Background: an optimization exercise with open tools, aiming at small area, a short achievable clock period and few clock cycles per item. Do not read the settings as production practice.
Only simulation tests tie the RTL to the original design; equivalence was not proved.

## walk_corr
module walk_corr (
    input  wire         clk,
    input  wire         rst,
    input  wire         in_valid,
    output wire         in_ready,
    input  wire [23:0]  in_t_lo,
    input  wire [23:0]  in_t_l,
    input  wire [15:0]  in_tot_lo,
    input  wire [1:0]   in_level,
    input  wire [9:0]   in_thr_lo,
    input  wire [9:0]   in_thr_mid,
    input  wire [9:0]   in_thr_hi,
    input  wire         in_has_fall,
    input  wire         in_fall_en,
    input  wire         in_walk_en,
    input  wire [511:0] lut,
    output reg          out_valid,
    output reg  [23:0]  out_t_c,
    output reg          out_nowalk
);
==> flow/config.mk <==
export PLATFORM = sky130hd
export DESIGN_NAME = walk_corr
export DESIGN_NICKNAME = walk_corr
export VERILOG_FILES = /design/flow/design.v
export SDC_FILE = /design/flow/constraint.sdc
export NUM_CORES = 4
export LEC_CHECK = 0
export ABC_CLOCK_PERIOD_IN_PS = 3000
export CAP_MARGIN = 20
export CORE_MARGIN = 2
export CORE_UTILIZATION = 40
export SETUP_SLACK_MARGIN = 5
export SLEW_MARGIN = 20
==> flow/constraint.sdc <==
create_clock -name core_clock -period 13.0 [get_ports {clk}]
set_input_delay 2.6000 -clock core_clock [delete_from_list [all_inputs] [get_ports {clk}]]
set_output_delay 2.6000 -clock core_clock [all_outputs]
set_load 0.01 [all_outputs]
standard.sh (not shown) runs the stock make flow with config.mk's settings and CLKGATE_MAP_FILE= SYNTH_SCRIPT=/design/flow/synth_recipe.tcl, a recipe that flattens the netlist after the stock synthesis.
==> flow/flow/run.sh <==
#!/bin/bash
# The standard layout, with the smallest buffer (buf_1) on every input and
# output port instead of the one buffer_ports picks by default.
set -euo pipefail
export BUFFER_PORTS_ARGS="-buffer_cell sky130_fd_sc_hd__buf_1"
bash standard.sh > standard_flow.log 2>&1
Testbench counts at the start, summed over its fixed seeds: cycles 12,056, pulses 12,000.
Edit:
==> flow/flow/run.sh (replaced) <==
#!/bin/bash
# The standard layout, with the smallest buffer (buf_1) on every input and
# output port instead of the one buffer_ports picks by default, and timing
# repair aiming at a tighter setup slack margin.
set -euo pipefail
export BUFFER_PORTS_ARGS="-buffer_cell sky130_fd_sc_hd__buf_1"
bash standard.sh SETUP_SLACK_MARGIN=7 finish > standard_flow.log 2>&1
Result: Design area grows by 7.4%. Worst setup slack gets better by 420 ps. Routed wire length grows by 4.0%. Cell count grows by 2.6%. Die area is unchanged. Clock-buffer cell count shrinks by 3.

The RTL this note starts from:
==> flow/design.v <==
module walk_corr (
    input  wire         clk,
    input  wire         rst,
    input  wire         in_valid,
    output wire         in_ready,
    input  wire [23:0]  in_t_lo,
    input  wire [23:0]  in_t_l,
    input  wire [15:0]  in_tot_lo,
    input  wire [1:0]   in_level,
    input  wire [9:0]   in_thr_lo,
    input  wire [9:0]   in_thr_mid,
    input  wire [9:0]   in_thr_hi,
    input  wire         in_has_fall,
    input  wire         in_fall_en,
    input  wire         in_walk_en,
    input  wire [511:0] lut,
    output wire         out_valid,
    output wire [23:0]  out_t_c,
    output wire         out_nowalk
);
    localparam integer ND = 7;    
    assign in_ready = 1'b1;
    wire nowalk_i = !in_has_fall || !in_fall_en;
    wire pass_i   = !in_walk_en || nowalk_i;
    wire c_ml = in_thr_mid > in_thr_lo;
    wire c_hl = in_thr_hi  > in_thr_lo;
    wire c_hm = in_thr_hi  > in_thr_mid;
    wire lvl1 = (in_level == 2'd1);
    wire two_i  = lvl1 ? c_ml : (in_level != 2'd0) && (c_ml || c_hl);
    wire sel_hi = !lvl1 && (c_ml ? c_hm : c_hl);
    wire [9:0] d_mid = in_thr_mid - in_thr_lo;
    wire [9:0] d_hi  = in_thr_hi  - in_thr_lo;
    wire [9:0] d_i   = sel_hi ? d_hi : d_mid;
    wire [23:0] diff_i = in_t_l - in_t_lo;
    wire big_i = (diff_i[23:21] != 3'd0) && (in_thr_lo != 10'd0);
    wire div_i = two_i && !pass_i;
    wire [7:0] bin   = in_tot_lo[15:8];
    wire       hi_i  = (bin[7:5] != 3'd0);
    wire       top   = hi_i || (bin[4:0] == 5'd31);
    wire [7:0] frac_i = top ? 8'd0 : in_tot_lo[7:0];
    wire       odd   = bin[0];
    wire [15:0] oh_o = 16'd1 << bin[4:1];
    wire [15:0] oh_e = odd ? {oh_o[14:0], oh_o[15]} : oh_o;
    reg  [15:0] ov, ev;
    integer li;
    always @(*) begin
        ov = 16'd0;
        ev = 16'd0;
        for (li = 0; li < 16; li = li + 1) begin
            ov = ov | ({16{oh_o[li]}} & lut[32*li + 16 +: 16]);
            ev = ev | ({16{oh_e[li]}} & lut[32*li +: 16]);
        end
    end
    wire [15:0] lut0 = hi_i ? lut[511:496] : (odd ? ov : ev);
    wire [15:0] lut1 = odd ? ev : ov;
    reg         a_v, a_pass, a_div, a_big, a_nw;
    reg  [23:0] a_tlo;
    reg  [9:0]  a_lo, a_d;
    reg  [7:0]  a_f;
    reg  [20:0] a_diff;
    reg  [15:0] a_lut0, a_lut1;
    always @(posedge clk) begin
        a_v    <= in_valid && !rst;
        a_pass <= pass_i;
        a_div  <= div_i;
        a_big  <= big_i;
        a_nw   <= nowalk_i;
        a_tlo  <= in_t_lo;
        a_lo   <= in_thr_lo;
        a_d    <= d_i;
        a_f    <= frac_i;
        a_diff <= diff_i[20:0];
        a_lut0 <= lut0;
        a_lut1 <= lut1;
    end
    wire [16:0] delta = {1'b0, a_lut1} - {1'b0, a_lut0};
    wire [9:0]  a_x   = a_div ? a_lo : {2'b00, a_f};
    wire [21:0] y_op  = a_div ? {1'b0, a_diff} : {{5{delta[16]}}, delta};
    reg  [23:0] row [0:5];
    reg  [22:0] bm, bp;
    reg         bneg, bone, btwo, bx0, pneg;
    integer     bi;
    always @(*) begin
        pneg = 1'b0;
        for (bi = 0; bi < 6; bi = bi + 1) begin
            bx0  = (bi == 0) ? 1'b0 : a_x[2*bi-1];
            if (bi == 5) begin
                bneg = 1'b0;
                bone = bx0;
                btwo = 1'b0;
            end else begin
                bneg = a_x[2*bi+1] & ~(a_x[2*bi] & bx0);
                bone = a_x[2*bi] ^ bx0;
                btwo = (a_x[2*bi+1] & ~a_x[2*bi] & ~bx0) | (~a_x[2*bi+1] & a_x[2*bi] & bx0);
            end
            bm = bone ? {y_op[21], y_op} : (btwo ? {y_op, 1'b0} : 23'd0);
            bp = bneg ? ~bm : bm;
            if (bi == 0)
                row[bi] = {(bp[22] ? 2'b11 : 2'b00), bp[21:0]};
            else
                row[bi] = ({1'b0, ~bp[22], bp[21:0]} << (2*bi)) | ({23'd0, pneg} << (2*bi-2));
            pneg = bneg;
        end
    end
    function [47:0] csa;    
        input [23:0] a, b, c;
        begin
            csa = {((a & b) | (a & c) | (b & c)) << 1, a ^ b ^ c};
        end
    endfunction
    wire [47:0] l1a = csa(row[0], row[1], row[2]);
    wire [47:0] l1b = csa(row[3], row[4], row[5]);
    wire [47:0] l2  = csa(l1a[23:0], l1a[47:24], l1b[23:0]);
    wire [47:0] l3  = csa(l2[23:0], l2[47:24], l1b[47:24]);
    function [4:0] msb;
        input [20:0] v;
        integer j;
        begin
            msb = 5'd0;
            for (j = 1; j < 21; j = j + 1)
                if (v[j]) msb = j;
        end
    endfunction
    wire prod_big = (a_lo != 10'd0) && (a_diff != 21'd0) &&
                    ({1'b0, msb({11'd0, a_lo})} + {1'b0, msb(a_diff)} >= 6'd23);
    reg         m_v, m_pass, m_div, m_big, m_nw;
    reg  [23:0] m_tlo;
    reg  [23:0] m_s, m_c;
    reg  [15:0] m_kd;      
    always @(posedge clk) begin
        m_v    <= a_v && !rst;
        m_pass <= a_pass;
        m_div  <= a_div;
        m_big  <= a_big || prod_big;
        m_nw   <= a_nw;
        m_tlo  <= a_tlo;
        m_s    <= l3[23:0];
        m_c    <= l3[47:24];
        m_kd   <= a_div ? {6'd0, a_d} : a_lut0;
    end
    wire [9:0]  m_d   = m_kd[9:0];
    wire [23:0] m_ka  = m_div ? {15'd0, m_kd[9:1]} : {m_kd, 8'h80};
    wire [23:0] m     = m_s + m_c + m_ka;
    wire [15:0] w_t   = m[23:8];
    wire        tsat  = (w_t[15:11] != 5'd0);
    wire [11:0] sb0   = {1'b0, m[21:11]} - {2'b00, m_d};
    wire        q11   = !sb0[11];
    wire [9:0]  r0    = q11 ? sb0[9:0] : m[20:11];
    reg         s_v   [0:ND-1];
    reg         s_nw  [0:ND-1];
    reg         s_div [0:ND-1];
    reg         s_sat [0:ND-1];
    reg  [23:0] s_tlo [0:ND-1];
    reg  [9:0]  s_r   [0:ND-1];
    reg  [11:0] s_nq  [0:ND-1];
    reg  [9:0]  s_d   [0:ND-1];
    reg         s_tw  [0:ND-1];
    always @(posedge clk) begin
        s_v[0]   <= m_v && !rst;
        s_nw[0]  <= m_nw;
        s_div[0] <= m_div;
        s_sat[0] <= m_div ? (m_big || (m[23:22] != 2'd0) || q11) : (!m_pass && tsat);
        s_tlo[0] <= m_tlo;
        s_r[0]   <= r0;
        s_nq[0]  <= {m[10:0], q11};
        s_d[0]   <= m_div ? m_d : (m_pass ? 10'd0 : w_t[9:0]);
        s_tw[0]  <= !m_div && !m_pass && w_t[10];
    end
    genvar gs;
    generate
        for (gs = 0; gs < ND - 2; gs = gs + 1) begin : g_div
            reg  [10:0] t;
            reg  [11:0] sb;
            reg  [9:0]  r;
            reg  [11:0] nq;
            integer     k;
            always @(*) begin
                r  = s_r[gs];
                nq = s_nq[gs];
                for (k = 0; k < 2; k = k + 1) begin
                    t  = {r, nq[11]};
                    sb = {1'b0, t} - {2'b00, s_d[gs]};
                    nq = {nq[10:0], !sb[11]};
                    r  = sb[11] ? t[9:0] : sb[9:0];
                end
            end
            always @(posedge clk) begin
                s_v[gs+1]   <= s_v[gs] && !rst;
                s_nw[gs+1]  <= s_nw[gs];
                s_div[gs+1] <= s_div[gs];
                s_sat[gs+1] <= s_sat[gs];
                s_tlo[gs+1] <= s_tlo[gs];
                s_r[gs+1]   <= r;
                s_nq[gs+1]  <= nq;
                s_d[gs+1]   <= s_d[gs];
                s_tw[gs+1]  <= s_tw[gs];
            end
        end
    endgenerate
    localparam integer L = ND - 2;
    wire [10:0] tl  = {s_r[L], s_nq[L][11]};
    wire [11:0] sl  = {1'b0, tl} - {2'b00, s_d[L]};
    wire        q0  = !sl[11] && s_div[L] && !s_sat[L];
    wire [11:0] w_h = s_sat[L] ? 12'h800 :
                      s_div[L] ? {1'b0, s_nq[L][9:0], 1'b0} : {1'b0, s_tw[L], s_d[L]};
    wire [24:0] tc  = {1'b0, s_tlo[L]} + {13'h1FFF, ~w_h} + {24'd0, !q0};
    reg         o_v, o_nw;
    reg  [23:0] o_tc;
    always @(posedge clk) begin
        o_v  <= s_v[L] && !rst;
        o_nw <= s_nw[L];
        o_tc <= tc[24] ? 24'd0 : tc[23:0];
    end
    assign out_valid  = o_v;
    assign out_t_c    = o_tc;
    assign out_nowalk = o_nw;
endmodule
clock: 13.0 ns
lec_check: 0
cap_margin: 20
core_margin: 2
core_utilization: 40
cts_cluster_diameter: 100
cts_cluster_size: 16
setup_slack_margin: 5
slew_margin: 20
==> flow/flow/run.sh <==
#!/bin/bash
# The standard layout, with the smallest buffer (buf_1) on every input and
# output port instead of the one buffer_ports picks by default, and timing
# repair aiming at a tighter setup slack margin.
set -euo pipefail
export BUFFER_PORTS_ARGS="-buffer_cell sky130_fd_sc_hd__buf_1"
bash standard.sh SETUP_SLACK_MARGIN=8.0 finish > standard_flow.log 2>&1
The baseline completed with no timing, DRC or antenna violations.
Testbench counts at the start, summed over its fixed seeds: cycles 12,072, pulses 12,000.
Change:
CTS_BUF_LIST = sky130_fd_sc_hd__clkbuf_4 sky130_fd_sc_hd__clkbuf_8   (was default)
CTS_CLUSTER_DIAMETER = default   (was 100)
CTS_CLUSTER_SIZE = default   (was 16)
The new run completed with no timing, DRC or antenna violations.
Synthesized area stays the same.
Maximum frequency went down by 0.68%.
Final cell count grows by 2.5%.
Cell area came out higher by 2.6%.
Register-to-register slack stays flat.
Change:
CTS_BUF_LIST = default   (was sky130_fd_sc_hd__clkbuf_4 sky130_fd_sc_hd__clkbuf_8)
CTS_CLUSTER_DIAMETER = 110   (was default)
CTS_CLUSTER_SIZE = 26   (was default)
Effect: The changed run completed without violations; clock-buffer cell count shrinks by 112; wire length shrinks by 1.4%; hold slack improves by 9.1 ps; global-route usage shrinks by 0.48 points; register-to-register slack improves by 50 ps; utilization shrinks by 1.8 points; sequential cell count is unchanged; final area shrinks by 3.7%.
Change:
CTS_CLUSTER_DIAMETER = default   (was 110)
CTS_CLUSTER_SIZE = default   (was 26)
What happened: Synthesized area does not change; via count rose slightly; global-route usage is higher by 0.22 points; setup slack got worse by 60 ps; clock-buffer cell count climbs by 48; die area is unchanged; routed wire length grows slightly.
Change:
CTS_CLUSTER_DIAMETER = 100   (was default)
CTS_CLUSTER_SIZE = 20   (was default)
Effect: Register-to-register slack got worse by 40 ps. Die area stays the same. Synthesized area is unchanged. Cell area drops by 2.5%. Synthesized cell count does not change. Critical path depth climbs by 2.

[port drivers added, routing unchanged]
No port has a modelled driver above. Below, the same layouts with a new extraction and two added sets of constraints.
Step 1, drivers: a clkbuf_16 drives clk and a buf_2 each remaining input, both assumed.
Step 2, shift: input delay + t, output delay - t, t = (earliest + latest rising clock arrival at the registers) / 2. This alone moves slack from input paths to output paths.
Slacks: no drivers / after step 1 / after step 2; pairs: no drivers / after step 1.
| run | t, ns | setup slack, ns | worst hold slack (ns) | worst setup path after step 2 |
|---|---|---|---|---|
| the first run of note 1 | 0.623 | 5.369 / 5.369 / 5.113 | 0.287 / 0.287 / 0.287 | input to register |
| the second run of note 1 | 0.631 | 5.789 / 5.789 / 5.789 | 0.321 / 0.321 / 0.321 | register to register |
| the first run of note 2 | 0.651 | 8.011 / 8.042 / 7.400 | 0.319 / 0.319 / 0.319 | input to register |
| the second run of note 2 | 0.744 | 7.978 / 8.007 / 7.262 | 0.313 / 0.313 / 0.313 | input to register |
| the third run of note 2 | 0.679 | 8.083 / 8.086 / 7.416 | 0.322 / 0.322 / 0.322 | input to register |
| the fourth run of note 2 | 0.682 | 8.023 / 8.032 / 7.350 | 0.314 / 0.314 / 0.314 | input to register |
| the fifth run of note 2 | 0.634 | 8.002 / 8.024 / 7.400 | 0.319 / 0.319 / 0.319 | input to register |
After both steps every run listed still meets setup and hold. For the second run of note 2, which loses most, drivers alone change the setup slack by +0.029 ns; drivers and shift together by -0.716 ns.
